From an optimization exercise on the open Yosys and OpenROAD flow, aimed at small area; shortcuts taken in it are not production practice.
Only simulation tests tie the RTL to the original design; equivalence was not proved.
The flow treats the clock pin as an ideal source, which a real chip does not have.
No activity file was given, so power comes from the tool's default toggle rates.

==> flow/design.v, too long to show whole: its modules and the start of the top module <==
// module word_codec: 949 lines
module word_codec (
    input              clk,
    input              rst,
    input              enc_valid,
    input              enc_dram,
    input              enc_poison,
    input      [127:0] enc_data,
    input      [23:0]  enc_addr,
    input      [17:0]  enc_row,
    output reg         enc_out_valid,
    output reg [15:0]  enc_check,
    input              dec_valid,
    input              dec_dram,
    input      [127:0] dec_data,
    input      [15:0]  dec_check,
    input      [23:0]  dec_addr,
    input      [17:0]  dec_row,
    output reg         dec_out_valid,
    output reg [127:0] dec_out_data,
    output reg [8:0]   dec_out_check,
    output reg [2:0]   dec_class,
    output reg         dec_hash_err,
    output             dec_ce,
    output             dec_ue
);
  // ...
==> flow/flow/run.sh <==
#!/bin/bash
# Standard synthesis and layout, with:
#  - flow/extra.mk settings: every port still gets a buffer, of the smallest
#    buffer cell; the clock tree is built without dummy loads;
#  - the standard synthesis's combinational cells replaced by a gate-level
#    netlist (flow/mknet.py): the RTL's XOR networks gate for gate, the
#    syndrome decode and corrections as nand/nor/xor cells, and the class
#    logic from flow/cls_net.v; the standard synthesis's flip-flops (names,
#    cells, clock and outputs) are kept;
#  - flow/post_cts.tcl after CTS: smaller clock buffers where slew allows.
set -euo pipefail
cat flow/extra.mk >> config.mk
echo "export POST_CTS_TCL = $PWD/flow/post_cts.tcl" >> config.mk
R=orfs/results/sky130hd/word_codec/base
bash standard.sh synth > standard_synth.log 2>&1
cp $R/1_2_yosys.v standard_1_2_yosys.v
python3 flow/mknet.py design.v standard_1_2_yosys.v flow/cls_net.v $R/1_2_yosys.v > mknet.log 2>&1
rm -f $R/1_synth.odb $R/1_synth.sdc
bash standard.sh > standard.log 2>&1
==> flow/flow/clkdown.tcl <==
# Clock buffers: try each at a smaller size, keep the smaller one when every
# flip-flop clock pin's slew stays under the limit.
proc my_clk_worst_slew {} {
  set worst 0
  foreach pin [get_pins -hierarchical */CLK] {
    set s [get_property $pin slew_max]
    if {$s > $worst} {set worst $s}
  }
  return $worst
}
proc my_clk_downsize {limit} {
  estimate_parasitics -placement
  set sizes {sky130_fd_sc_hd__clkbuf_1 sky130_fd_sc_hd__clkbuf_2 sky130_fd_sc_hd__clkbuf_4 sky130_fd_sc_hd__clkbuf_8 sky130_fd_sc_hd__clkbuf_16}
  set block [ord::get_db_block]
  foreach inst [$block getInsts] {
    set m [[$inst getMaster] getName]
    set k [lsearch $sizes $m]
    if {$k <= 0} continue
    if {![string match "clkbuf*" [$inst getName]]} continue
    for {set j 0} {$j < $k} {incr j} {
      set trial [lindex $sizes $j]
      replace_cell [$inst getName] $trial
      estimate_parasitics -placement
      if {[my_clk_worst_slew] <= $limit} {
        puts "clock buffer [$inst getName]: $m -> $trial"
        set m $trial
        break
      }
      replace_cell [$inst getName] $m
    }
  }
  estimate_parasitics -placement
  puts "clock pins worst slew [my_clk_worst_slew]"
}
==> flow/flow/cls.v <==
module cls(input [7:0] s, input [7:0] sn, input par, input npar, input [3:0] da, input [3:0] db, input [3:0] dc, input [3:0] de,
           output [2:0] c_class);
    wire [15:0] slo, shn;
    genvar gi;
    generate for (gi = 0; gi < 16; gi = gi + 1) begin : g
        assign slo[gi] = da[gi % 4] & db[gi / 4];
        assign shn[gi] = dc[gi % 4] & de[gi / 4];
    end endgenerate
    wire lz   = slo[0];
    wire lw1  = slo[1] | slo[2] | slo[4] | slo[8];
    wire lge3 = slo[7] | slo[11] | slo[13] | slo[14] | slo[15];
    wire hz   = shn[0];
    wire hw1  = shn[1] | shn[2] | shn[4] | shn[8];
    wire hw2  = shn[3] | shn[5] | shn[6] | shn[9];
    wire z    = hz & lz;
    wire w1   = (hz & lw1) | (hw1 & lz);
    wire isd  = (hz & lge3) | (hw1 & ~lz & ~lw1) | (hw2 & ~lz) | shn[7] | (shn[10] & ~lz & ~s[3] & ~s[2]);
    wire isa  = (shn[10] & (s[3] | s[2])) | (shn[11] & ~(s[3] & s[2])) | (shn[15] & slo[15]);
    assign c_class[0] = par & ~isd & ~isa;
    assign c_class[1] = par ? (isd | w1) : ~(z | isa);
    assign c_class[2] = isa | (~z & (~par | ~(isd | w1)));
endmodule
==> flow/flow/cls_net.v <==
/* Generated by Yosys 0.63+post (git sha1 UNKNOWN-dirty, g++ 11.4.0-1ubuntu1~22.04.3 -fPIC -O3) */

module cls(s, sn, par, npar, da, db, dc, de, c_class);
  input [7:0] s;
  wire [7:0] s;
  input [7:0] sn;
  wire [7:0] sn;
  input par;
  wire par;
  input npar;
  wire npar;
  input [3:0] da;
  wire [3:0] da;
  input [3:0] db;
  wire [3:0] db;
  input [3:0] dc;
  wire [3:0] dc;
  input [3:0] de;
  wire [3:0] de;
  output [2:0] c_class;
  wire [2:0] c_class;
  wire _00_;
  wire _01_;
  wire _02_;
  wire _03_;
  wire _04_;
  wire _05_;
  wire _06_;
  wire _07_;
  wire _08_;
  wire _09_;
  wire _10_;
  wire _11_;
  wire _12_;
  wire _13_;
  wire _14_;
  wire _15_;
  wire _16_;
  wire _17_;
  wire _18_;
  wire _19_;
  wire _20_;
  wire _21_;
  wire _22_;
  wire _23_;
  wire _24_;
  wire _25_;
  wire _26_;
  sky130_fd_sc_hd__nand2_1 _27_ (
    .A(db[0]),
    .B(da[0]),
    .Y(_00_)
  );
  sky130_fd_sc_hd__o21a_1 _28_ (
    .A1(dc[2]),
    .A2(dc[1]),
    .B1(de[0]),
    .X(_01_)
  );
  sky130_fd_sc_hd__o21a_1 _29_ (
    .A1(de[2]),
    .A2(de[1]),
    .B1(dc[0]),
    .X(_02_)
  );
  sky130_fd_sc_hd__nor2_1 _30_ (
    .A(_01_),
    .B(_02_),
    .Y(_03_)
  );
  sky130_fd_sc_hd__o21ai_0 _31_ (
    .A1(da[1]),
    .A2(da[2]),
    .B1(db[0]),
    .Y(_04_)
  );
  sky130_fd_sc_hd__o21ai_0 _32_ (
    .A1(db[1]),
    .A2(db[2]),
    .B1(da[0]),
    .Y(_05_)
  );
  sky130_fd_sc_hd__o211ai_1 _33_ (
    .A1(_01_),
    .A2(_02_),
    .B1(_04_),
    .C1(_05_),
    .Y(_06_)
  );
  sky130_fd_sc_hd__o21a_1 _34_ (
    .A1(dc[2]),
    .A2(dc[1]),
    .B1(de[1]),
    .X(_07_)
  );
  sky130_fd_sc_hd__nor3b_1 _35_ (
    .A(s[2]),
    .B(s[3]),
    .C_N(dc[2]),
    .Y(_08_)
  );
  sky130_fd_sc_hd__o21ai_0 _36_ (
    .A1(dc[1]),
    .A2(_08_),
    .B1(de[2]),
    .Y(_09_)
  );
  sky130_fd_sc_hd__a21oi_1 _37_ (
    .A1(dc[3]),
    .A2(de[0]),
    .B1(_07_),
    .Y(_10_)
  );
  sky130_fd_sc_hd__a32oi_1 _38_ (
    .A1(_06_),
    .A2(_09_),
    .A3(_10_),
    .B1(da[0]),
    .B2(db[0]),
    .Y(_11_)
  );
  sky130_fd_sc_hd__nand2_1 _39_ (
    .A(de[0]),
    .B(dc[0]),
    .Y(_12_)
  );
  sky130_fd_sc_hd__o21ai_0 _40_ (
    .A1(db[1]),
    .A2(db[2]),
    .B1(da[3]),
    .Y(_13_)
  );
  sky130_fd_sc_hd__o31ai_1 _41_ (
    .A1(da[3]),
    .A2(da[1]),
    .A3(da[2]),
    .B1(db[3]),
    .Y(_14_)
  );
  sky130_fd_sc_hd__a21oi_1 _42_ (
    .A1(_13_),
    .A2(_14_),
    .B1(_12_),
    .Y(_15_)
  );
  sky130_fd_sc_hd__a21o_1 _43_ (
    .A1(dc[3]),
    .A2(de[1]),
    .B1(_15_),
    .X(_16_)
  );
  sky130_fd_sc_hd__nor2_1 _44_ (
    .A(_00_),
    .B(_03_),
    .Y(_17_)
  );
  sky130_fd_sc_hd__a21oi_1 _45_ (
    .A1(_04_),
    .A2(_05_),
    .B1(_12_),
    .Y(_18_)
  );
  sky130_fd_sc_hd__o41a_1 _46_ (
    .A1(_11_),
    .A2(_16_),
    .A3(_17_),
    .A4(_18_),
    .B1(par),
    .X(_19_)
  );
  sky130_fd_sc_hd__nor2_1 _47_ (
    .A(_00_),
    .B(_12_),
    .Y(_20_)
  );
  sky130_fd_sc_hd__o211a_1 _48_ (
    .A1(s[2]),
    .A2(s[3]),
    .B1(dc[2]),
    .C1(de[2]),
    .X(_21_)
  );
  sky130_fd_sc_hd__nand2_1 _49_ (
    .A(s[2]),
    .B(s[3]),
    .Y(_22_)
  );
  sky130_fd_sc_hd__a32o_1 _50_ (
    .A1(de[3]),
    .A2(da[3]),
    .A3(db[3]),
    .B1(_22_),
    .B2(de[2]),
    .X(_23_)
  );
  sky130_fd_sc_hd__a21oi_1 _51_ (
    .A1(dc[3]),
    .A2(_23_),
    .B1(_21_),
    .Y(_24_)
  );
  sky130_fd_sc_hd__o21ai_0 _52_ (
    .A1(_19_),
    .A2(_20_),
    .B1(_24_),
    .Y(c_class[2])
  );
  sky130_fd_sc_hd__o21ai_0 _53_ (
    .A1(_00_),
    .A2(_12_),
    .B1(_24_),
    .Y(_25_)
  );
  sky130_fd_sc_hd__o21bai_1 _54_ (
    .A1(par),
    .A2(_25_),
    .B1_N(_19_),
    .Y(c_class[1])
  );
  sky130_fd_sc_hd__nand2_1 _55_ (
    .A(par),
    .B(_24_),
    .Y(_26_)
  );
  sky130_fd_sc_hd__nor3_1 _56_ (
    .A(_11_),
    .B(_16_),
    .C(_26_),
    .Y(c_class[0])
  );
endmodule
==> flow/flow/extra.mk <==
export BUFFER_PORTS_ARGS = -buffer_cell sky130_fd_sc_hd__buf_1
export CTS_ARGS = -sink_clustering_enable -repair_clock_nets -dont_use_dummy_load -buf_list sky130_fd_sc_hd__clkbuf_8
==> flow/flow/mknet.py <==
#!/usr/bin/env python3
"""Gate-level netlist of word_codec, written in place of the standard
synthesis's combinational logic.

usage: mknet.py design.v std_netlist.v cls_net.v out.v

- design.v: the RTL; its XOR networks are written out one `wire X = A ^ B;`
  per gate, and are taken over gate for gate (each as xor2 or xnor2).
- std_netlist.v: the standard synthesis's netlist; its module header, port
  declarations and flip-flops (names, cells, clock and Q nets) are kept as
  they are; only the nets on their D pins are replaced.
- cls_net.v: the mapped class logic (syndrome class from the nibble decodes).
"""
import re, sys
from collections import defaultdict

rtl_path, std_path, cls_path, out_path = sys.argv[1:5]
rtl = open(rtl_path).read()
std = open(std_path).read()
P = "sky130_fd_sc_hd__"

cells = []          # (cell, name, {pin: net})
wires = []
def net(name):
    wires.append(name); return name
def cell(c, pins, name=None):
    name = name or f"g{len(cells)}"
    cells.append((c, name, pins))
def ref(s):
    """net name for an RTL signal reference (port bit or wire)"""
    s = s.strip()
    m = re.fullmatch(r'(\w+)\[(\d+)\]', s)
    if m and m.group(1) in PORTS: return s
    if s in PORTS: return s
    return "n_" + re.sub(r'\W', '_', s)

PORTS = set(re.findall(r'\b(?:input|output)\s+(?:reg\s+)?(?:\[[^\]]*\]\s*)?(\w+)', rtl))

# ---- XOR networks from the RTL ----------------------------------------
xors = []   # (out, a, b) in RTL order (topological)
for m in re.finditer(r'wire\s+(\w+)\s*=\s*([\w\[\]]+)\s*\^\s*([\w\[\]]+)\s*;', rtl):
    xors.append((m.group(1), m.group(2), m.group(3)))
xor_names = {o for o, _, _ in xors}
def concat(name):
    m = re.search(r'wire\s+\[\d+:0\]\s+' + name + r'\s*=\s*\{([^}]*)\}', rtl)
    return [x.strip() for x in m.group(1).split(',')][::-1]     # index 0 = lsb
e_code = concat('e_code'); e_crc = concat('e_crc'); syn = concat('syn'); hdiff = concat('hdiff')
par = re.search(r'wire\s+par\s*=\s*(\w+)\s*;', rtl).group(1)

# masks: `wire M = X & ~<fmt>_dram;` made as nand2(X, ~dram), i.e. the
# complement of M (absorbed by the XOR gates that use it)
flag = {}          # net -> 1 when the net carries the complement of the RTL value
ndram = {'e': net('n_ndram_e'), 'd': net('n_ndram_d')}
cell('inv_1', {'A': 'enc_dram', 'Y': ndram['e']})
cell('inv_1', {'A': 'dec_dram', 'Y': ndram['d']})
masks = [(m.group(1), m.group(2), m.group(3)) for m in
         re.finditer(r'wire\s+(\w+)\s*=\s*([\w\[\]]+)\s*&\s*~\s*(enc|dec)_dram\s*;', rtl)]
mask_of = {o: (x, side[0]) for o, x, side in masks}
def sref(s):
    return ref(s)
# sinks: RTL signal -> wanted polarity (0 true, 1 complement)
want = defaultdict(set)
for s in e_code + syn: want[s].add(0)
want[par].add(0)
for s in e_crc: want[s].add(1)       # e_crc = crc & dram made as nor2(~crc, ~dram)
for s in hdiff: want[s].add(0)
def get(s, pol):
    """net carrying RTL signal s with polarity pol"""
    n = sref(s)
    if flag.get(n, 0) == pol: return n
    key = n + ("_inv" if pol else "_pos")
    if key not in wires:
        net(key); cell('inv_1', {'A': n, 'Y': key})
    return key

for o, x, side in masks: want[x].add(0)
stmts = sorted([(m.start(), 'x', m.group(1), m.group(2), m.group(3)) for m in
                re.finditer(r'wire\s+(\w+)\s*=\s*([\w\[\]]+)\s*\^\s*([\w\[\]]+)\s*;', rtl)] +
               [(m.start(), 'm', m.group(1), m.group(2), m.group(3)) for m in
                re.finditer(r'wire\s+(\w+)\s*=\s*([\w\[\]]+)\s*&\s*~\s*(enc|dec)_dram\s*;', rtl)])
for _, kind, o, a, b in stmts:
    if kind == 'm':
        n = net(ref(o))
        cell('nand2_1', {'A': get(a, 0), 'B': ndram[b[0]], 'Y': n})
        flag[n] = 1
        continue
    na, nb = sref(a), sref(b)
    f = flag.get(na, 0) ^ flag.get(nb, 0)
    n = net(ref(o))
    pol = f
    if want[o]:
        pol = min(want[o])
    typ = 'xor2_1' if pol == f else 'xnor2_1'
    outpin = 'X' if typ == 'xor2_1' else 'Y'
    cell(typ, {'A': na, 'B': nb, outpin: n})
    flag[n] = pol
# ---- encoder ----------------------------------------------------------
D = {}             # flop register bit -> D net
for j in range(9): D[('enc_check', j)] = get(e_code[j], 0)
for j in range(7):
    n = net(f"n_ecrc{j}")
    cell('nor2_1', {'A': get(e_crc[j], 1), 'B': ndram['e'], 'Y': n})
    D[('enc_check', 9 + j)] = n
for side in ('enc', 'dec'):
    n = net(f"n_{side}_v")
    cell('nor2b_1', {'A': 'rst', 'B_N': f"{side}_valid", 'Y': n})
    D[(f"{side}_out_valid", None)] = n

s = [get(syn[b], 0) for b in range(8)]
sn = [get(syn[b], 1) for b in range(8)]
pr = get(par, 0); npr = get(par, 1)
def dec2(hi, lo, name):
    out = []
    for k in range(4):
        n = net(f"n_{name}{k}")
        cell('nor2_1', {'A': sn[hi] if k & 2 else s[hi], 'B': sn[lo] if k & 1 else s[lo], 'Y': n})
        out.append(n)
    return out
da = dec2(1, 0, 'da'); db = dec2(3, 2, 'db'); dc = dec2(5, 4, 'dc'); de = dec2(7, 6, 'de')
dd = []
for k in range(4):
    n = net(f"n_dd{k}")
    cell('nor3_1', {'A': sn[7] if k & 2 else s[7], 'B': sn[6] if k & 1 else s[6], 'C': npr, 'Y': n})
    dd.append(n)
nslo = {}; nshi = {}
def NSLO(l):
    if l not in nslo:
        n = net(f"n_nslo{l}"); cell('nand2_1', {'A': da[l % 4], 'B': db[l // 4], 'Y': n}); nslo[l] = n
    return nslo[l]
def NSHI(h):
    if h not in nshi:
        n = net(f"n_nshi{h}"); cell('nand2_1', {'A': dc[h % 4], 'B': dd[h // 4], 'Y': n}); nshi[h] = n
    return nshi[h]
def flip(data, h, l, name):
    e = net(f"n_fl_{name}")
    cell('nor2_1', {'A': NSHI(h), 'B': NSLO(l), 'Y': e})
    o = net(f"n_c_{name}")
    cell('xor2_1', {'A': data, 'B': e, 'X': o})
    return o
cols = [v for v in range(256) if bin(v).count('1') >= 3][:128]
for k in range(128):
    D[('dec_out_data', k)] = flip(f"dec_data[{k}]", cols[k] >> 4, cols[k] & 15, f"d{k}")
for j in range(8):
    h, l = (0, 1 << j) if j < 4 else (1 << (j - 4), 0)
    D[('dec_out_check', j)] = flip(f"dec_check[{j}]", h, l, f"h{j}")
D[('dec_out_check', 8)] = flip("dec_check[8]", 0, 0, "p")

# class logic (mapped netlist)
cl = open(cls_path).read()
portmap = {}
for i in range(8): portmap[f"s[{i}]"] = s[i]; portmap[f"sn[{i}]"] = sn[i]
for i in range(4):
    for nm, v in (('da', da), ('db', db), ('dc', dc), ('de', de)): portmap[f"{nm}[{i}]"] = v[i]
portmap['par'] = pr; portmap['npar'] = npr
for i in range(3):
    portmap[f"c_class[{i}]"] = net(f"n_class{i}"); D[('dec_class', i)] = portmap[f"c_class[{i}]"]
def cmap(x):
    x = x.strip()
    if x in portmap: return portmap[x]
    n = "n_cls" + re.sub(r'\W', '_', x)
    if n not in wires: net(n)
    return n
for m in re.finditer(r'sky130_fd_sc_hd__(\w+)\s+(\S+)\s*\((.*?)\);', cl, re.S):
    pins = {p: cmap(v) for p, v in re.findall(r'\.(\w+)\(([^()]*)\)', m.group(3))}
    cell(m.group(1), pins)

# hash error: dram & (stored hash != crc of the row)
ha = net("n_hash_a"); hb = net("n_hash_b"); hh = net("n_hash")
cell('nor4_1', {'A': get(hdiff[0], 0), 'B': get(hdiff[1], 0), 'C': get(hdiff[2], 0), 'D': get(hdiff[3], 0), 'Y': ha})
cell('nor3_1', {'A': get(hdiff[4], 0), 'B': get(hdiff[5], 0), 'C': get(hdiff[6], 0), 'Y': hb})
cell('a21oi_1', {'A1': ha, 'A2': hb, 'B1': ndram['d'], 'Y': hh})
D[('dec_hash_err', None)] = hh

# flags after the registers
t = net("n_ce_t")
cell('or2_1', {'A': 'dec_class[2]', 'B': 'dec_hash_err', 'X': 'dec_ue'})
cell('nor2_1', {'A': 'dec_class[1]', 'B': 'dec_class[0]', 'Y': t})
cell('nor2_1', {'A': 'dec_ue', 'B': t, 'Y': 'dec_ce'})

# ---- assemble with the standard synthesis's header and flip-flops ------
hm = re.search(r'module\s+word_codec\s*\(.*?\);', std, re.S)
decls = re.findall(r'^\s*(?:input|output)\b[^;]*;\s*$', std, re.M)
portwires = re.findall(r'^\s*wire\s+(?:\[[^\]]*\]\s*)?(\w+)\s*;\s*$', std, re.M)
out = [hm.group(0)]
out += ["  " + d.strip() for d in decls]
pnames = set(re.findall(r'(?:input|output)\s+(?:\[[^\]]*\]\s*)?(\w+)', "\n".join(decls)))
for d in re.findall(r'^\s*wire\s+(\[[^\]]*\]\s*)?(\w+)\s*;\s*$', std, re.M):
    if d[1] in pnames: out.append(f"  wire {d[0]}{d[1]};")
for w in dict.fromkeys(wires): out.append(f"  wire {w};")
nflops = 0
for m in re.finditer(r'sky130_fd_sc_hd__(df\w+)\s+(\\\S+|\S+)\s*\((.*?)\);', std, re.S):
    c, name, body = m.groups()
    pins = dict(re.findall(r'\.(\w+)\(\s*(.*?)\s*\)\s*(?:,|$)', body, re.S))
    rm = re.match(r'\\?(\w+)(?:\[(\d+)\])?\$', name)
    reg, bit = rm.group(1), (int(rm.group(2)) if rm.group(2) else None)
    pins['D'] = D.pop((reg, bit))
    nflops += 1
    ps = ",\n".join(f"    .{p}({v}{' ' if v.startswith(chr(92)) else ''})" for p, v in pins.items())
    out.append(f"  {P}{c} {name} (\n{ps}\n  );")
assert not D, f"registers without a flip-flop: {sorted(D)[:5]}"
for c, name, pins in cells:
    ps = ",\n".join(f"    .{p}({v})" for p, v in pins.items())
    out.append(f"  {P}{c} {name} (\n{ps}\n  );")
out.append("endmodule")
open(out_path, 'w').write("\n".join(out) + "\n")
print(f"{len(cells)} logic cells, {nflops} flip-flops")
==> flow/flow/post_cts.tcl <==
source [file join [file dirname [info script]] clkdown.tcl]
my_clk_downsize 0.115
==> flow/standard.sh <==
#!/bin/bash
# synth_recipe.tcl (not shown) runs the flow's synth.tcl, then flattens the netlist and writes it again
# the make line also repeats each setting of config.mk as NAME=value (left out here)
make -C /OpenROAD-flow-scripts/flow DESIGN_CONFIG=/design/flow/config.mk WORK_HOME=/design/flow/orfs CLKGATE_MAP_FILE= SYNTH_SCRIPT=/design/flow/synth_recipe.tcl "${@:-finish}"
==> flow/config.mk <==
export PLATFORM = sky130hd
export DESIGN_NAME = word_codec
export DESIGN_NICKNAME = word_codec
export VERILOG_FILES = /design/flow/design.v
export SDC_FILE = /design/flow/constraint.sdc
export NUM_CORES = 4
export LEC_CHECK = 0
export CAP_MARGIN = 20
export CORE_MARGIN = 2
export CORE_UTILIZATION = 40
export SLEW_MARGIN = 20
export BUFFER_PORTS_ARGS = -buffer_cell sky130_fd_sc_hd__buf_1
export CTS_ARGS = -sink_clustering_enable -repair_clock_nets -dont_use_dummy_load -buf_list sky130_fd_sc_hd__clkbuf_8
export POST_CTS_TCL = /design/flow/flow/post_cts.tcl
==> flow/constraint.sdc <==
create_clock -name core_clock -period 10.0 [get_ports {clk}]
set_input_delay 2.0000 -clock core_clock [delete_from_list [all_inputs] [get_ports {clk}]]
set_output_delay 2.0000 -clock core_clock [all_outputs]
set_load 0.01 [all_outputs]
==> impl_metrics.ini, run 1 <==
[floorplan]
ios = 524
core_um2 = 28800

[placed_design]
dp_cells = 2191
dpl-instance-area_um2 = 14200

[timing]
finalCritPeriodShare_pct = 58.5
finalSetupViolations = 0
hold_violations = 0
setup_tns_ns = 0
finalCriticalPeriod_ns = 5.85

[job]
drv_cap = 0

[critical_path]
critical_path_required_ns = 10.70
worstSetupStartpointType = primary input
crit_type = in -> reg
cp-endpoint = dec_out_data[58]
cp_top_family = XOR/XNOR gates

[cells_and_area]
multi_input_area_share_pct = 59.2
instances_no_fill = 2209
areaGrowthSynthToFinish_pct = 22.6
inv_count = 11
final_cell_area_um2 = 14400
n_sequential_cell = 159
clk_share_pct = 1.43
diodes = 1

[power_and_ir_drop]
p_comb_mw = 3.81
p_clk_mw = 0.353

[min_path]
holdCritStartpoint = rst
hold_end = enc_out_valid
worstHoldPathCells = 2

[grt]
track_usage_pct = 26.5
antenna_found_initial = 1

[route]
vias = 10100
wl_met1_mm = 16.4
wl_met2_mm = 21.8

[clock_tree]
tritoncts = built

[logic_synthesis]
syn_inst = 1284

[run_status]
status = complete, no violations
==> run 2, diff against run 1 <==
==> flow/flow/cls_net.v (replaced) <==
/* Generated by Yosys 0.63+post (git sha1 UNKNOWN-dirty, g++ 11.4.0-1ubuntu1~22.04.3 -fPIC -O3) */

module cls(s, sn, par, npar, da, db, dc, de, c_class);
  input [7:0] s;
  wire [7:0] s;
  input [7:0] sn;
  wire [7:0] sn;
  input par;
  wire par;
  input npar;
  wire npar;
  input [3:0] da;
  wire [3:0] da;
  input [3:0] db;
  wire [3:0] db;
  input [3:0] dc;
  wire [3:0] dc;
  input [3:0] de;
  wire [3:0] de;
  output [2:0] c_class;
  wire [2:0] c_class;
  wire _00_;
  wire _01_;
  wire _02_;
  wire _03_;
  wire _04_;
  wire _05_;
  wire _06_;
  wire _07_;
  wire _08_;
  wire _09_;
  wire _10_;
  wire _11_;
  wire _12_;
  wire _13_;
  wire _14_;
  wire _15_;
  wire _16_;
  wire _17_;
  wire _18_;
  wire _19_;
  wire _20_;
  wire _21_;
  wire _22_;
  wire _23_;
  wire _24_;
  wire _25_;
  wire _26_;
  wire _27_;
  wire _28_;
  sky130_fd_sc_hd__nand2_1 _29_ (
    .A(db[0]),
    .B(da[0]),
    .Y(_00_)
  );
  sky130_fd_sc_hd__o21ai_0 _30_ (
    .A1(da[1]),
    .A2(da[2]),
    .B1(db[0]),
    .Y(_01_)
  );
  sky130_fd_sc_hd__o21ai_0 _31_ (
    .A1(db[1]),
    .A2(db[2]),
    .B1(da[0]),
    .Y(_02_)
  );
  sky130_fd_sc_hd__and2_0 _32_ (
    .A(_01_),
    .B(_02_),
    .X(_03_)
  );
  sky130_fd_sc_hd__o21ai_0 _33_ (
    .A1(dc[2]),
    .A2(dc[1]),
    .B1(de[0]),
    .Y(_04_)
  );
  sky130_fd_sc_hd__o21ai_0 _34_ (
    .A1(de[2]),
    .A2(de[1]),
    .B1(dc[0]),
    .Y(_05_)
  );
  sky130_fd_sc_hd__nand2_1 _35_ (
    .A(_04_),
    .B(_05_),
    .Y(_06_)
  );
  sky130_fd_sc_hd__nand2_1 _36_ (
    .A(_03_),
    .B(_06_),
    .Y(_07_)
  );
  sky130_fd_sc_hd__o21ai_0 _37_ (
    .A1(dc[2]),
    .A2(dc[1]),
    .B1(de[1]),
    .Y(_08_)
  );
  sky130_fd_sc_hd__nand2_1 _38_ (
    .A(dc[2]),
    .B(de[2]),
    .Y(_09_)
  );
  sky130_fd_sc_hd__nor2_1 _39_ (
    .A(s[2]),
    .B(s[3]),
    .Y(_10_)
  );
  sky130_fd_sc_hd__nor3_1 _40_ (
    .A(s[2]),
    .B(s[3]),
    .C(_09_),
    .Y(_11_)
  );
  sky130_fd_sc_hd__a221oi_1 _41_ (
    .A1(dc[3]),
    .A2(de[0]),
    .B1(dc[1]),
    .B2(de[2]),
    .C1(_11_),
    .Y(_12_)
  );
  sky130_fd_sc_hd__nand3_1 _42_ (
    .A(_07_),
    .B(_08_),
    .C(_12_),
    .Y(_13_)
  );
  sky130_fd_sc_hd__nand2_1 _43_ (
    .A(de[0]),
    .B(dc[0]),
    .Y(_14_)
  );
  sky130_fd_sc_hd__o21ai_0 _44_ (
    .A1(da[1]),
    .A2(da[2]),
    .B1(db[3]),
    .Y(_15_)
  );
  sky130_fd_sc_hd__o31ai_1 _45_ (
    .A1(db[3]),
    .A2(db[1]),
    .A3(db[2]),
    .B1(da[3]),
    .Y(_16_)
  );
  sky130_fd_sc_hd__a21oi_1 _46_ (
    .A1(_15_),
    .A2(_16_),
    .B1(_14_),
    .Y(_17_)
  );
  sky130_fd_sc_hd__a221o_1 _47_ (
    .A1(dc[3]),
    .A2(de[1]),
    .B1(_00_),
    .B2(_13_),
    .C1(_17_),
    .X(_18_)
  );
  sky130_fd_sc_hd__a21oi_1 _48_ (
    .A1(_04_),
    .A2(_05_),
    .B1(_00_),
    .Y(_19_)
  );
  sky130_fd_sc_hd__nor2_1 _49_ (
    .A(_03_),
    .B(_14_),
    .Y(_20_)
  );
  sky130_fd_sc_hd__o31ai_1 _50_ (
    .A1(_18_),
    .A2(_19_),
    .A3(_20_),
    .B1(par),
    .Y(_21_)
  );
  sky130_fd_sc_hd__o21ai_0 _51_ (
    .A1(_00_),
    .A2(_14_),
    .B1(_21_),
    .Y(_22_)
  );
  sky130_fd_sc_hd__nor2_1 _52_ (
    .A(_09_),
    .B(_10_),
    .Y(_23_)
  );
  sky130_fd_sc_hd__nand2_1 _53_ (
    .A(s[2]),
    .B(s[3]),
    .Y(_24_)
  );
  sky130_fd_sc_hd__a32o_1 _54_ (
    .A1(de[3]),
    .A2(da[3]),
    .A3(db[3]),
    .B1(_24_),
    .B2(de[2]),
    .X(_25_)
  );
  sky130_fd_sc_hd__a21oi_1 _55_ (
    .A1(dc[3]),
    .A2(_25_),
    .B1(_23_),
    .Y(_26_)
  );
  sky130_fd_sc_hd__nand2_1 _56_ (
    .A(_22_),
    .B(_26_),
    .Y(c_class[2])
  );
  sky130_fd_sc_hd__o21ai_0 _57_ (
    .A1(_00_),
    .A2(_14_),
    .B1(_26_),
    .Y(_27_)
  );
  sky130_fd_sc_hd__o21ai_0 _58_ (
    .A1(par),
    .A2(_27_),
    .B1(_21_),
    .Y(c_class[1])
  );
  sky130_fd_sc_hd__nand2_1 _59_ (
    .A(par),
    .B(_26_),
    .Y(_28_)
  );
  sky130_fd_sc_hd__nor2_1 _60_ (
    .A(_18_),
    .B(_28_),
    .Y(c_class[0])
  );
endmodule
==> flow/flow/post_cts.tcl (replaced) <==
source [file join [file dirname [info script]] clkdown.tcl]
my_clk_downsize 0.120
==> impl_metrics.ini, run 2 <==
[placed_design]
dp_hpwl_mm = 36.5
dpl-instance-area_um2 = 14200
port_buffers = 523
place_congestion = 0.911

[timing]
rsz0062_at_grt = false
hold_violations = 0
drv_slew = 0
fmax_mhz = 166
finalCritPeriodShare_pct = 60.4
finalCriticalPeriod_ns = 6.04
worst_pin_slew_ns = 0.931
maxSlewHeadroom_pct = 37.8
finalSetupViolations = 0
setup_tns_ns = 0

[clock_tree]
clk_pin_slew_worst_paths_ns = 0.12
cts_sinks = 159
tritoncts = built

[cells_and_area]
final_common_cell = xor2_1
largest_reg_flops = 128
areaGrowthSynthToFinish_pct = 22.4
fill_cells = 2879
final_cell_area_um2 = 14400
nNetsFinal = 2192
final_cell_mix = 840 x xor2_1, 523 x buf_1, 166 x nor2_1
drive_gt1_share_pct = 0.985
reg.largest.list = dec_out_data (128), enc_check (16), dec_out_check (9)
largest-register = dec_out_data

[grt]
grt_pass1_wl_mm = 61.6
antenna_found_initial = 2
grt_max_degree = 26
grt.overflow.total = 0
track_usage_pct = 27.0
grt_pass1_vias = 10600

[power_and_ir_drop]
p_int_mw = 1.93
p_clk_share_pct = 6.5
comb_power_share_pct = 76.1
swShare_pct = 61.0
ir_drop_uv = 391
switchingPower_mw = 3.02
total_power_mw = 4.95
seq_power_share_pct = 17.4
power.density_nw_per_um2 = 345
p_leak_nw = 6.17

[route]
firstDrtPassIters = 5
vias = 10200
drt-total-wl_mm = 42.9
drtIter0Drc = 372
post-route-drc-count = 0
ant_nets = 0
vias_per_cell = 4.59
wl_per_cell_um = 19.4

[logic_synthesis]
yosys_warnings = 1
synth_area_um2 = 11700
syn_avg_cell_area_um2 = 9.12
syn_inst = 1286
syn_nets = 1649

[floorplan]
ios = 524
core_um2 = 28800
start_util_pct = 40.8
die_width_um = 175
rows = 62
die_y_um = 175
design.die.area_um2 = 30700

[critical_path]
crit_type = in -> reg
cp_max_fo = 15
worstSetupStartpointType = primary input
cp-end-kind = flop
arrival_ns = 6.49
critical_path_required_ns = 10.45

[job]
drv_cap = 0

[min_path]
min_path_type = in -> reg

[run_status]
status = complete, no violations
[run 2: per-stage QoR]
stage	hold slack (ns)	setup slack (ns)	util [%]	std cells
floorplan	2.07	4.68	-	1286
global placement	2.19	3.54	49.3	2194
detailed placement	2.20	3.45	49.3	2194
global route	1.60	3.47	49.9	2213
finish	1.66	3.96	49.9	2213
[run 2: worst max-delay path, cell delays in order]
cell and delay, ns:
buf_1 0.22, xor2_1 0.21, xor2_1 0.19, xor2_1 0.27, xor2_1 0.37, xor2_1 0.28
xor2_1 0.20, xor2_1 0.28, xor2_1 0.21, xor2_1 0.18, xor2_1 0.19, xor2_1 0.27
inv_1 0.11, nor3_1 0.32, nand2_1 0.66, nor2_1 0.31, xor2_1 0.20
[run 2: worst paths after layout]
path | start | end | slack (ns) | cells after the start
min | rst | enc_out_valid | 1.66 | 2
max | dec_data[81] | dec_out_data[33] | 3.96 | 17
[run 2: routing by layer]
layer	track usage (%)	part of all wire (%)	up-vias
li1	-	-	4978
met1	29.9	38	4680
met2	52.0	53	443
met3	4.66	6.2	60
met4	8.40	2.6	0
met5	0	0	-
[run 2: layout make-up]
class / count / area, um^2 / area share, %
well taps: 384 / 480 / 3.35
multi-input cells: 1116 / 8500 / 59.2
clock buffers: 17 / 169 / 1.18
diodes: 2 / 5.00 / 0.0349
repair buffers: 524 / 1970 / 13.7
inverters: 11 / 41.3 / 0.288
flip-flops and latches: 159 / 3180 / 22.2
[run 2: power by group through the flow]
stage          combinational (mW)  sequential (mW)  clock, mW
2_1_floorplan                2.41            0.940          0
3_5_place_dp                 3.72            0.873          0
6_report                     3.77            0.860      0.322
5_1_grt                      4.12            0.871      0.355
3_3_place_gp                 3.69            0.873          0
==> run 3, diff against run 2 <==
==> flow/flow/post_cts.tcl (replaced) <==
source [file join [file dirname [info script]] clkdown.tcl]
my_clk_downsize 0.112
==> impl_metrics.ini, run 3 <==
[placed_design]
dpl-instance-area_um2 = 14200
dp_hpwl_mm = 36.5
port_buffers = 523
place_congestion = 0.911

[cells_and_area]
final_cell_area_um2 = 14400
largest_reg_flops = 128
largest-register = dec_out_data
areaGrowthSynthToFinish_pct = 22.9
final_common_cell = xor2_1
nNetsFinal = 2192
reg.largest.list = dec_out_data (128), enc_check (16), dec_out_check (9)
drive_gt1_share_pct = 0.985
fill_cells = 2867
final_cell_mix = 840 x xor2_1, 523 x buf_1, 166 x nor2_1

[timing]
finalCriticalPeriod_ns = 6.13
rsz0062_at_grt = false
setup_tns_ns = 0
hold_ws_ns = 1.74
drv_slew = 0
maxSlewHeadroom_pct = 37.2
hold_violations = 0
worst_pin_slew_ns = 0.940
finalCritPeriodShare_pct = 61.3
fmax_mhz = 163
finalSetupViolations = 0

[route]
drtIter0Drc = 387
firstDrtPassIters = 7
vias_per_cell = 4.58
wl_per_cell_um = 19.4
post-route-drc-count = 0
drt-total-wl_mm = 42.9
ant_nets = 0
vias = 10100

[critical_path]
worstSetupStartpointType = primary input
cp_max_fo = 15
cpMostUsedCell = xor2_1
cp-end-kind = flop
crit_type = in -> reg
worstPathCellList = buf_1 > xor2_1 > xor2_1 > xor2_1 > xor2_1 > xor2_1 > xor2_1 > xor2_1 > xor2_1 > xor2_1 > xor2_1 > inv_1 > nor3_1 > nand2_1 > nor2_1 > xor2_1
critPathMaxStageDelay_ns = 0.66
critPathSlowestCell = nand2_1
critical_path_required_ns = 10.34
arrival_ns = 6.46

[grt]
grt_pass1_vias = 10600
track_usage_pct = 27.0
antenna_found_initial = 1
grt.overflow.total = 0
grt_pass1_wl_mm = 61.7
grt_max_degree = 26

[run_status]
status = complete, no violations

[power_and_ir_drop]
comb_power_share_pct = 75.3
switchingPower_mw = 3.02
swShare_pct = 60.5
p_clk_share_pct = 7.5
seq_power_share_pct = 17.2
p_int_mw = 1.98
ir_drop_uv = 393
p_leak_nw = 6.19
power.density_nw_per_um2 = 347

[floorplan]
rows = 62
die_width_um = 175
start_util_pct = 40.8
ios = 524
die_y_um = 175
core_um2 = 28800
design.die.area_um2 = 30700

[job]
drv_cap = 0

[clock_tree]
tritoncts = built
clk_pin_slew_worst_paths_ns = 0.11
cts_sinks = 159

[min_path]
min_path_type = in -> reg
holdCritStartpoint = rst
hold_end = enc_out_valid
worstHoldPathCells = 2

[logic_synthesis]
syn_inst = 1286
synth_area_um2 = 11700
syn_nets = 1649
yosys_warnings = 1
syn_avg_cell_area_um2 = 9.12
==> run 3: power groups by stage <==
stage,logic (mW),clock network [mW],registers [mW]
2_1_floorplan,2.41,0,0.940
3_3_place_gp,3.69,0,0.873
3_5_place_dp,3.72,0,0.873
5_1_grt,4.12,0.407,0.871
6_report,3.77,0.373,0.860
==> run 3: worst max-delay path by stage <==
| stage | endpoint | cells past startpoint | start |
|---|---|---|---|
| after global routing | dec_out_data[27] | 16 | dec_data[29] |
| final | dec_out_data[33] | 16 | dec_data[15] |
| after global placement | dec_out_data[40] | 16 | dec_data[29] |
| after detailed placement | dec_out_data[32] | 16 | dec_data[29] |
| after floorplan | dec_out_data[83] | 16 | dec_dram |
==> run 3: cell type report <==
| type | instances | area [um^2] | share of cell area, % |
|---|---|---|---|
| Multi-Input combinational cell | 1116 | 8500 | 59.0 |
| Sequential cell | 159 | 3180 | 22.1 |
| Timing Repair Buffer | 524 | 1970 | 13.7 |
| Tap cell | 384 | 480 | 3.33 |
| Clock buffer | 17 | 234 | 1.62 |
| Inverter | 11 | 41.3 | 0.286 |
| Antenna cell | 1 | 2.50 | 0.0174 |
==> run 3: metal layers <==
metal	up-vias	global-route usage, %	routed length [um]
met1	4660	29.9	16400
met2	428	52.1	22700
met5	-	0	0
li1	4974	-	-
met4	0	8.23	1110
met3	58	4.70	2660
==> run 3: through the flow <==
step	worst slack, ns	std cells	util (%)	power, mW
after global placement	3.54	2194	49.3	4.56
final	3.87	2212	50.1	5.00
after global routing	3.35	2212	50.1	5.40
after detailed placement	3.45	2194	49.3	4.59
after floorplan	4.68	1286	-	3.35
==> run 3: critical path: cells and delay by family <==
family / cells / cell delay (ns)
xor gates and xnor gates: 11 / 2.86
buffers and inverters: 2 / 0.29
and+or+nand+nor: 3 / 1.29
==> run 4, diff against run 3 <==
--- a/flow/flow/clkdown.tcl
+++ b/flow/flow/clkdown.tcl
@@ -1,4 +1,4 @@
-# Clock buffers: try each at a smaller size, keep the smaller one when every
+# Leaf clock buffers: try each at a smaller size, keep the smaller one when every
 # flip-flop clock pin's slew stays under the limit.
 proc my_clk_worst_slew {} {
   set worst 0
@@ -17,6 +17,8 @@
     set k [lsearch $sizes $m]
     if {$k <= 0} continue
     if {![string match "clkbuf*" [$inst getName]]} continue
+    # the root buffer keeps its size: it sets the input slew of every leaf
+    if {[$inst getName] eq "clkbuf_0_clk"} continue
     for {set j 0} {$j < $k} {incr j} {
       set trial [lindex $sizes $j]
       replace_cell [$inst getName] $trial
==> flow/flow/post_cts.tcl (replaced) <==
source [file join [file dirname [info script]] clkdown.tcl]
my_clk_downsize 0.114
==> impl_metrics.ini, run 4 <==
[route]
post-route-drc-count = 0
firstDrtPassIters = 7
ant_nets = 0
vias_per_cell = 4.58
drtIter0Drc = 387
drt-total-wl_mm = 42.9
vias = 10100
wl_per_cell_um = 19.4

[placed_design]
dp_cells = 2194
dpl_worst_slack_ns = 3.45
place_congestion = 0.911
dp_hpwl_mm = 36.5
dpl-instance-area_um2 = 14200
port_buffers = 523

[clock_tree]
clk_pin_slew_worst_paths_ns = 0.11
tritoncts = built
cts_sinks = 159

[power_and_ir_drop]
comb_power_share_pct = 75.3
swShare_pct = 60.5
seq_power_share_pct = 17.2
switchingPower_mw = 3.02
p_int_mw = 1.98
power.density_nw_per_um2 = 347
total_power_mw = 5.00
ir_drop_uv = 393
p_leak_nw = 6.19
p_clk_share_pct = 7.5

[floorplan]
ios = 524
core_um2 = 28800
die_width_um = 175
design.die.area_um2 = 30700
die_y_um = 175
start_util_pct = 40.8
rows = 62

[critical_path]
cp-end-kind = flop
arrival_ns = 6.46
cp-endpoint = dec_out_data[33]
worstSetupStartpointType = primary input
cp_max_fo = 15
critical_path_required_ns = 10.34
crit_type = in -> reg
startpoint = dec_data[15]

[timing]
finalCriticalPeriod_ns = 6.13
hold_violations = 0
finalSetupViolations = 0
finalCritPeriodShare_pct = 61.3
maxSlewHeadroom_pct = 37.2
setup_tns_ns = 0
drv_slew = 0
rsz0062_at_grt = false
setup_ws_ns = 3.87
fmax_mhz = 163
worst_pin_slew_ns = 0.940

[cells_and_area]
reg.largest.list = dec_out_data (128), enc_check (16), dec_out_check (9)
areaGrowthSynthToFinish_pct = 22.9
largest-register = dec_out_data
final_cell_mix = 840 x xor2_1, 523 x buf_1, 166 x nor2_1
largest_reg_flops = 128
instances_no_fill = 2212
nNetsFinal = 2192
final_common_cell = xor2_1
drive_gt1_share_pct = 0.985
final_cell_area_um2 = 14400

[min_path]
min_path_type = in -> reg
worstHoldPathCells = 2

[grt]
grt.overflow.total = 0
grt_pass1_wl_mm = 61.7
antenna_found_initial = 1
grt_pass1_vias = 10600
grt_max_degree = 26
track_usage_pct = 27.0

[logic_synthesis]
synth_area_um2 = 11700
syn_inst = 1286
syn_avg_cell_area_um2 = 9.12
yosys_warnings = 1
syn_nets = 1649

[run_status]
status = complete, no violations

[job]
drv_cap = 0
==> run 4: worst max-delay path: stages <==
cell and delay, ns:
buf_1 0.18, xor2_1 0.28, xor2_1 0.22, xor2_1 0.26
xor2_1 0.33, xor2_1 0.30, xor2_1 0.28, xor2_1 0.21
xor2_1 0.32, xor2_1 0.20, xor2_1 0.26, inv_1 0.11
nor3_1 0.32, nand2_1 0.66, nor2_1 0.31, xor2_1 0.20
==> run 4: layer usage <==
metal  vias up  wire length (um)  track usage, %  share of wire, %
met5         -                 0               0                 0
met4         0              1110            8.23               2.6
met3        58              2660            4.70               6.2
met2       428             22700            52.1                53
met1      4660             16400            29.9                38
li1       4974                 -               -                 -
==> run 4: cell type report <==
cell class              count  area, um^2
fillers                  2867       14400
well taps                 384         480
clock buffers              17         234
flip-flops and latches    159        3180
diodes                      1        2.50
multi-input cells        1116        8500
inverters                  11        41.3
repair buffers            524        1970
==> run 4: power groups by stage <==
stage	clock network, mW	registers (mW)	logic, mW
6_report	0.373	0.860	3.77
5_1_grt	0.407	0.871	4.12
3_5_place_dp	0	0.873	3.72
3_3_place_gp	0	0.873	3.69
2_1_floorplan	0	0.940	2.41
==> run 4: metrics by stage <==
stage	utilization (%)	hold WS [ns]
after floorplan	-	2.07
after global placement	49.3	2.19
after detailed placement	49.3	2.20
after global routing	50.1	1.71
final	50.1	1.74
==> run 4: how the worst min path moves through the flow <==
| stage | startpoint | end | slack, ns |
|---|---|---|---|
| finish | rst | enc_out_valid | 1.74 |
| global route | rst | enc_out_valid | 1.71 |
| detailed placement | rst | dec_out_valid | 2.20 |
| global placement | rst | enc_out_valid | 2.19 |
| floorplan | rst | dec_out_valid | 2.07 |
==> run 5, diff against run 4 <==
==> flow/flow/clkdown.tcl (replaced) <==
# Leaf clock buffers: try each at a smaller size, and keep the smaller one
# when the slew at every flip-flop clock pin it drives stays under the limit
# (or, where it was already over, does not grow). The root buffer keeps its
# size: it sets the input slew of every leaf.
proc my_clk_worst_slew {} {
  set worst 0
  foreach pin [get_pins -hierarchical */CLK] {
    set s [get_property $pin slew_max]
    if {$s > $worst} {set worst $s}
  }
  return $worst
}
proc my_clk_sink_slew {inst} {
  set worst 0
  set onet [[$inst findITerm X] getNet]
  foreach it [$onet getITerms] {
    if {[$it isOutputSignal]} continue
    set pin [get_pins [[$it getInst] getName]/[[$it getMTerm] getName]]
    set s [get_property $pin slew_max]
    if {$s > $worst} {set worst $s}
  }
  return $worst
}
proc my_clk_downsize {limit} {
  estimate_parasitics -placement
  set sizes {sky130_fd_sc_hd__clkbuf_1 sky130_fd_sc_hd__clkbuf_2 sky130_fd_sc_hd__clkbuf_4 sky130_fd_sc_hd__clkbuf_8 sky130_fd_sc_hd__clkbuf_16}
  set block [ord::get_db_block]
  set base [my_clk_worst_slew]
  foreach inst [$block getInsts] {
    set m [[$inst getMaster] getName]
    set k [lsearch $sizes $m]
    if {$k <= 0} continue
    if {![string match "clkbuf*" [$inst getName]]} continue
    if {[$inst getName] eq "clkbuf_0_clk"} continue
    set own [expr {max($limit, [my_clk_sink_slew $inst])}]
    for {set j 0} {$j < $k} {incr j} {
      set trial [lindex $sizes $j]
      replace_cell [$inst getName] $trial
      estimate_parasitics -placement
      if {[my_clk_sink_slew $inst] <= $own && [my_clk_worst_slew] <= max($limit, $base)} {
        puts "clock buffer [$inst getName]: $m -> $trial"
        set m $trial
        break
      }
      replace_cell [$inst getName] $m
    }
  }
  estimate_parasitics -placement
  puts "clock pins worst slew [my_clk_worst_slew]"
}
==> flow/flow/post_cts.tcl (replaced) <==
source [file join [file dirname [info script]] clkdown.tcl]
my_clk_downsize 0.113
==> impl_metrics.ini, run 5 <==
[critical_path]
critical_path_required_ns = 10.35
cp-end-kind = flop
worstSetupStartpointType = primary input
cp_max_fo = 15
crit_type = in -> reg
arrival_ns = 6.48

[route]
post-route-drc-count = 0
firstDrtPassIters = 5
drtIter0Drc = 432
ant_nets = 0
drt-total-wl_mm = 42.9
vias = 10200
wl_per_cell_um = 19.4
vias_per_cell = 4.60

[floorplan]
die_width_um = 175
die_y_um = 175
ios = 524
start_util_pct = 40.8
core_um2 = 28800
design.die.area_um2 = 30700
rows = 62

[placed_design]
dp_hpwl_mm = 36.5
port_buffers = 523
dpl-instance-area_um2 = 14200
place_congestion = 0.911

[cells_and_area]
nNetsFinal = 2192
areaGrowthSynthToFinish_pct = 22.5
drive_gt1_share_pct = 0.985
final_cell_area_um2 = 14400
largest-register = dec_out_data
reg.largest.list = dec_out_data (128), enc_check (16), dec_out_check (9)
largest_reg_flops = 128
final_cell_mix = 840 x xor2_1, 523 x buf_1, 166 x nor2_1
fill_cells = 2876
final_common_cell = xor2_1

[timing]
worst_pin_slew_ns = 0.938
finalCritPeriodShare_pct = 61.3
finalSetupViolations = 0
maxSlewHeadroom_pct = 37.3
hold_violations = 0
setup_tns_ns = 0
rsz0062_at_grt = false
drv_slew = 0
fmax_mhz = 163
finalCriticalPeriod_ns = 6.13

[grt]
grt_max_degree = 26
antenna_found_initial = 1
grt_pass1_wl_mm = 61.7
grt.overflow.total = 0
track_usage_pct = 27.0
grt_pass1_vias = 10600

[power_and_ir_drop]
comb_power_share_pct = 75.9
p_leak_nw = 6.17
swShare_pct = 60.9
ir_drop_uv = 404
seq_power_share_pct = 17.3
switchingPower_mw = 3.03
power.density_nw_per_um2 = 347
p_int_mw = 1.94
p_clk_share_pct = 6.8

[logic_synthesis]
syn_avg_cell_area_um2 = 9.12
synth_area_um2 = 11700
syn_nets = 1649
yosys_warnings = 1
syn_inst = 1286

[clock_tree]
clk_pin_slew_worst_paths_ns = 0.12
cts_sinks = 159
tritoncts = built

[min_path]
min_path_type = in -> reg

[job]
drv_cap = 0

[run_status]
status = complete, no violations
==> run 5: cell count changes in the layout (fill, tap and decap cells not counted) <==
cell      previous run  this run
clkbuf_4             0         6
clkbuf_2             0         1
clkbuf_8            17        10
==> run 5: worst paths after layout <==
| check | from | endpoint | slack, ns | cells after the start |
|---|---|---|---|---|
| worst min-delay path | rst | enc_out_valid | 1.76 | 2 |
| worst max-delay path | dec_data[81] | dec_out_data[33] | 3.87 | 17 |
==> run 5: cell type report <==
class	count	area [um^2]	area share [%]
clock buffers	17	188	1.31
repair buffers	524	1970	13.7
multi-input cells	1116	8500	59.2
inverters	11	41.3	0.287
well taps	384	480	3.34
diodes	1	2.50	0.0174
flip-flops and latches	159	3180	22.2
==> run 5: power groups by stage <==
stage	logic [mW]	clock network (mW)	registers, mW
2_1_floorplan	2.41	0	0.940
3_3_place_gp	3.69	0	0.873
3_5_place_dp	3.72	0	0.873
5_1_grt	4.12	0.371	0.871
6_report	3.78	0.339	0.860
==> run 5: per-layer routing <==
metal	global-route usage (%)	routed length, um	up-vias
li1	-	-	4977
met5	0	0	-
met4	8.23	1110	0
met3	4.70	2700	59
met2	52.0	22700	454
met1	29.9	16400	4680
==> run 5: worst max-delay path: stages <==
cell and delay (ns):
buf_1 0.23, xor2_1 0.21, xor2_1 0.19, xor2_1 0.26
xor2_1 0.35, xor2_1 0.28, xor2_1 0.20, xor2_1 0.28
xor2_1 0.22, xor2_1 0.19, xor2_1 0.19, xor2_1 0.27
inv_1 0.11, nor3_1 0.32, nand2_1 0.66, nor2_1 0.31
xor2_1 0.20
==> run 5: per-stage QoR <==
step / util [%] / hold WS (ns) / total power [mW] / cells / setup slack, ns
final: 49.9 / 1.76 / 4.98 / 2212 / 3.87
after global routing: 49.9 / 1.73 / 5.36 / 2212 / 3.34
after detailed placement: 49.3 / 2.20 / 4.59 / 2194 / 3.45
after global placement: 49.3 / 2.19 / 4.56 / 2194 / 3.54
after floorplan: - / 2.07 / 3.35 / 1286 / 4.68

-- afterwards: timing with drivers on the ports --
Ports are ideal in the flow. The routed layouts listed here were re-timed in OpenROAD. Step 1 (the two cells are an assumption about what drives the block):
set clk [get_ports {clk}]
set_driving_cell -lib_cell sky130_fd_sc_hd__clkbuf_16 $clk
set_driving_cell -lib_cell sky130_fd_sc_hd__buf_2 [delete_from_list [all_inputs] $clk]
Step 2 times the ports against the registers' clock, not the clock port: input delays grow and output delays shrink by t, the midpoint of the rising clock arrivals with the driver on. Slacks: ideal ports / drivers / drivers and shift; pairs: ideal ports / drivers.
run | t, ns | setup slack, ns | slew at the worst register clock pin (ns)
run 1 | 0.823 | 4.154 / 4.165 / 3.342 | 0.11 / 0.11
run 2 | 0.567 | 3.964 / 3.986 / 3.419 | 0.12 / 0.12
run 3 | 0.479 | 3.872 / 3.900 / 3.422 | 0.11 / 0.11
run 4 | 0.479 | 3.872 / 3.900 / 3.422 | 0.11 / 0.11
run 5 | 0.466 | 3.873 / 3.897 / 3.431 | 0.12 / 0.12
After both steps setup and hold are still met in every run listed. For run 1, which loses most, drivers alone change the setup slack by +0.011 ns; drivers and shift together by -0.812 ns.
